This is an optimization exercise on Yosys and OpenROAD, whose aim is small area and a short achievable clock period, not a production implementation.
Function was checked by simulation only, so behaviour that the tests miss may differ from the original.
Power figures rest on the tool's default switching activity, not on a simulated workload.

Setup of run a:
==> flow/design.v (excerpt) <==
module fmt_cvt (
    input  wire        clk,
    input  wire        rst,         
    input  wire        in_valid,
    input  wire        in_op,       
    input  wire [3:0]  in_src,
    input  wire [3:0]  in_dst,      
    input  wire [31:0] in_a,
    input  wire [7:0]  in_b,        
    output reg         out_valid,
    output reg  [31:0] out_data
);
For scale: roughly 12,000 µm² of cells after synthesis.
export LEC_CHECK = 0
export ABC_AREA = 1
export CAP_MARGIN = 20
export CORE_MARGIN = 2
export CORE_UTILIZATION = 55
export SLEW_MARGIN = 20
create_clock -name core_clock -period 18.0 [get_ports {clk}]
standard.sh (not shown) runs the stock make flow with config.mk's settings and CLKGATE_MAP_FILE= SYNTH_SCRIPT=/design/flow/synth_recipe.tcl, a recipe that flattens the netlist after the stock synthesis.
==> flow/flow/run.sh <==
#!/bin/bash
# The standard layout (standard.sh: ORFS synthesis to finish) with two
# changes:
# - synthesis maps the logic with flow/area_map.abc (ABC's area mapper
#   without the delay-driven mapping of ORFS's script); everything else in
#   synthesis, registers included, is ORFS's and the standard flow's script unchanged;
set -euo pipefail
here=$PWD
sed "s#log_cmd abc {\*}\$abc_args#lset abc_args 1 $here/flow/area_map.abc\n  log_cmd abc {*}\$abc_args#" \
    "$FLOW_HOME/scripts/synth.tcl" > "$here/synth_area_map.tcl"
grep -q "area_map.abc" "$here/synth_area_map.tcl"
sed "s#\$::env(SCRIPTS_DIR)/synth.tcl#$here/synth_area_map.tcl#" synth_recipe.tcl > "$here/synth_recipe_area_map.tcl"
grep -q "synth_area_map.tcl" "$here/synth_recipe_area_map.tcl"
bash standard.sh SYNTH_SCRIPT="$here/synth_recipe_area_map.tcl" SETUP_SLACK_MARGIN=13.5 finish > standard.log 2>&1
==> flow/flow/area_map.abc <==
strash
dch
map -a
topo
stime -c
buffer -c
upsize -c
dnsize -c
Run a: PASS, flow complete, no timing, DRC or antenna violations
Here is what was changed in the inputs of run b compared with run a.
==> flow/flow/run.sh <==
#!/bin/bash
# The standard layout (standard.sh: ORFS synthesis to finish) with three
# changes:
# - synthesis maps the logic with flow/area_map.abc (ABC's area mapper
#   without the delay-driven mapping of ORFS's script); everything else in
#   synthesis, registers included, is ORFS's and the standard flow's script unchanged;
# - repair_timing is asked for setup slack of at least 13.5 ns, so that it
#   sizes and buffers the critical paths;
set -euo pipefail
here=$PWD
sed "s#log_cmd abc {\*}\$abc_args#lset abc_args 1 $here/flow/area_map.abc\n  log_cmd abc {*}\$abc_args#" \
    "$FLOW_HOME/scripts/synth.tcl" > "$here/synth_area_map.tcl"
grep -q "area_map.abc" "$here/synth_area_map.tcl"
sed "s#\$::env(SCRIPTS_DIR)/synth.tcl#$here/synth_area_map.tcl#" synth_recipe.tcl > "$here/synth_recipe_area_map.tcl"
grep -q "synth_area_map.tcl" "$here/synth_recipe_area_map.tcl"
bash standard.sh SYNTH_SCRIPT="$here/synth_recipe_area_map.tcl" SETUP_SLACK_MARGIN=13.5 \
    BUFFER_PORTS_ARGS="-buffer_cell sky130_fd_sc_hd__buf_1" finish > standard.log 2>&1
-- flow/config.mk --
<<< run a, line 9
export CAP_MARGIN = 20
export CORE_MARGIN = 2
export CORE_UTILIZATION = 55
export SLEW_MARGIN = 20
>>> run b, line 9
export CAP_MARGIN = 20
export CORE_MARGIN = 2
export CORE_UTILIZATION = 40
export CTS_BUF_LIST = sky130_fd_sc_hd__clkbuf_8
export SLEW_MARGIN = 20
- From run a to run b the numbers moved as follows: clock network fraction of total power decreased 3.1 points, worst setup slack fell by 53 ps, sequential share of power fell by 0.2 points, placement-stage cell area lost 3.1%, number of gates resized after cts now sits lower.


== run A ==
Starting RTL as in the previous note.
Settings: LEC_CHECK=0, ABC_AREA=1, CAP_MARGIN=20, CORE_MARGIN=2, CORE_UTILIZATION=40, SLEW_MARGIN=20; clock period 18.0 ns.
==> flow/flow/run.sh <==
#!/bin/bash
# The standard layout (standard.sh: ORFS synthesis to finish) with two
# changes:
# - synthesis maps the logic with flow/area_map.abc (ABC's area mapper
#   without the delay-driven mapping of ORFS's script); everything else in
#   synthesis, registers included, is ORFS's and the standard flow's script unchanged;
set -euo pipefail
here=$PWD
sed "s#log_cmd abc {\*}\$abc_args#lset abc_args 1 $here/flow/area_map.abc\n  log_cmd abc {*}\$abc_args#" \
    "$FLOW_HOME/scripts/synth.tcl" > "$here/synth_area_map.tcl"
grep -q "area_map.abc" "$here/synth_area_map.tcl"
sed "s#\$::env(SCRIPTS_DIR)/synth.tcl#$here/synth_area_map.tcl#" synth_recipe.tcl > "$here/synth_recipe_area_map.tcl"
grep -q "synth_area_map.tcl" "$here/synth_recipe_area_map.tcl"
bash standard.sh SYNTH_SCRIPT="$here/synth_recipe_area_map.tcl" SETUP_SLACK_MARGIN=13.5 finish > standard.log 2>&1
==> flow/flow/area_map.abc <==
strash
dch
map -a
topo
dnsize -c
What run B does differently from run A at the input level:
- putting CTS_BUF_LIST at sky130_fd_sc_hd__clkbuf_8 where nothing was set
--- a/flow/flow/run.sh
+++ b/flow/flow/run.sh
@@ -2 +2 @@
-# The standard layout (standard.sh: ORFS synthesis to finish) with two
+# The standard layout (standard.sh: ORFS synthesis to finish) with three
@@ -6,0 +7,2 @@
+# - repair_timing is asked for setup slack of at least 13.5 ns, so that it
+#   sizes and buffers the critical paths;
@@ -14 +16,2 @@
-bash standard.sh SYNTH_SCRIPT="$here/synth_recipe_area_map.tcl" SETUP_SLACK_MARGIN=13.5 finish > standard.log 2>&1
+bash standard.sh SYNTH_SCRIPT="$here/synth_recipe_area_map.tcl" SETUP_SLACK_MARGIN=13.5 \
+    BUFFER_PORTS_ARGS="-buffer_cell sky130_fd_sc_hd__buf_1" finish > standard.log 2>&1
==> flow/flow/area_map.abc <==
strash
dc2
dch -f
map -a
topo
stime -c
buffer -c
upsize -c
dnsize -c
Findings:
In run B relative to run A, synthesized netlist net count had gone up by a few percent. Between run B and run A, the number of setup violations in the final report figures differ only marginally. On hold slack, run B tracks run A almost exactly. Setup WNS run A -> run B: worse. Area of the placeable core deteriorates in run B relative to run A. When run B is measured against run A, its synthesized instance count turns out about 5% higher. Any difference in combinational cell power between run A and run B is small enough to ignore.
Setup changes, run B to run C
- removing CTS_BUF_LIST (formerly sky130_fd_sc_hd__clkbuf_8)
--- a/flow/flow/run.sh
+++ b/flow/flow/run.sh
@@ -2 +2 @@
-# The standard layout (standard.sh: ORFS synthesis to finish) with three
+# The standard layout (standard.sh: ORFS synthesis to finish) with two
@@ -7,2 +6,0 @@
-# - repair_timing is asked for setup slack of at least 13.5 ns, so that it
-#   sizes and buffers the critical paths;
@@ -16,2 +14 @@
-bash standard.sh SYNTH_SCRIPT="$here/synth_recipe_area_map.tcl" SETUP_SLACK_MARGIN=13.5 \
-    BUFFER_PORTS_ARGS="-buffer_cell sky130_fd_sc_hd__buf_1" finish > standard.log 2>&1
+bash standard.sh SYNTH_SCRIPT="$here/synth_recipe_area_map.tcl" SETUP_SLACK_MARGIN=13.5 finish > standard.log 2>&1
--- a/flow/flow/area_map.abc
+++ b/flow/flow/area_map.abc
@@ -2,2 +2 @@
-dc2
-dch -f
+dch
Results
Compared with run B, in run C final area now sits higher; number of clock buffers in the layout now sits higher; number of placed instances with taps included now sits lower.
Compared with run B, total detailed-routing wirelength in run C decreased slightly.
Termination of the worst setup path: out_data[5] -> run C, out_data[0] -> run B
Of run C and run B, the run reporting the higher number of iterations in the first detailed-routing pass was run C.
Of the two values seen for cell with the biggest individual delay on the critical path, dfxtp_1 was produced by run B and dfxtp_2 by run C.
Input changes introduced in run D (baseline for comparison: run C):
- CTS_BUF_LIST newly set to sky130_fd_sc_hd__clkbuf_8
[summary]
Sequential share of cell area up 0.31 points in run D wrt run C. Against run C, post-route met1 wirelength in run D rose slightly. Run D leaves less setup margin than run C. As far as area of the multi-input gates is concerned, run C and run D perform about the same. Comparing run D and run C, the lower count of clock-buffer cells in the layout was measured on run D. Sort run D and run C by register-to-register slack desc -> top: run C. Run D ends up with higher buffer share of cell area than run C does. Relative to run C, part of the total power dissipated in combinational logic increased by 2.3 points in run D. When run D is measured against run C, its total power turns out 3.4% lower.

## what the ideal ports hide
In the flow no input, the clock included, has a driving cell. The finished layouts below were timed again as built, in two steps. Step 1: set_driving_cell puts a clkbuf_16 on clk and a buf_2 on each other input, an assumption about the parent block. Step 2 also shifts input and output timing later by t, the mid clock arrival at the registers, as if the neighbouring blocks saw the same clock. Three values: ideal, step 1, step 2; two values: the first two.
| run | t (ns) | slack for setup (ns) | worst data-port slew with drivers (ns) |
|---|---|---|---|
| run a of note 1 | 0.479 | 13.515 / 13.466 / 13.087 | 0.05 |
| run b of note 1 | 0.530 | 13.462 / 13.419 / 13.071 | 0.03 |
| run A of note 2 | 0.482 | 13.522 / 13.483 / 13.068 | 0.03 |
| run B of note 2 | 0.520 | 13.470 / 13.425 / 13.039 | 0.03 |
| run C of note 2 | 0.470 | 13.535 / 13.487 / 13.126 | 0.04 |
| run D of note 2 | 0.497 | 13.492 / 13.452 / 13.067 | 0.04 |
After both steps setup and hold are still met in every run listed. The setup slack of run A of note 2, which loses most, moves by -0.039 ns with the drivers and by -0.454 ns with both steps.
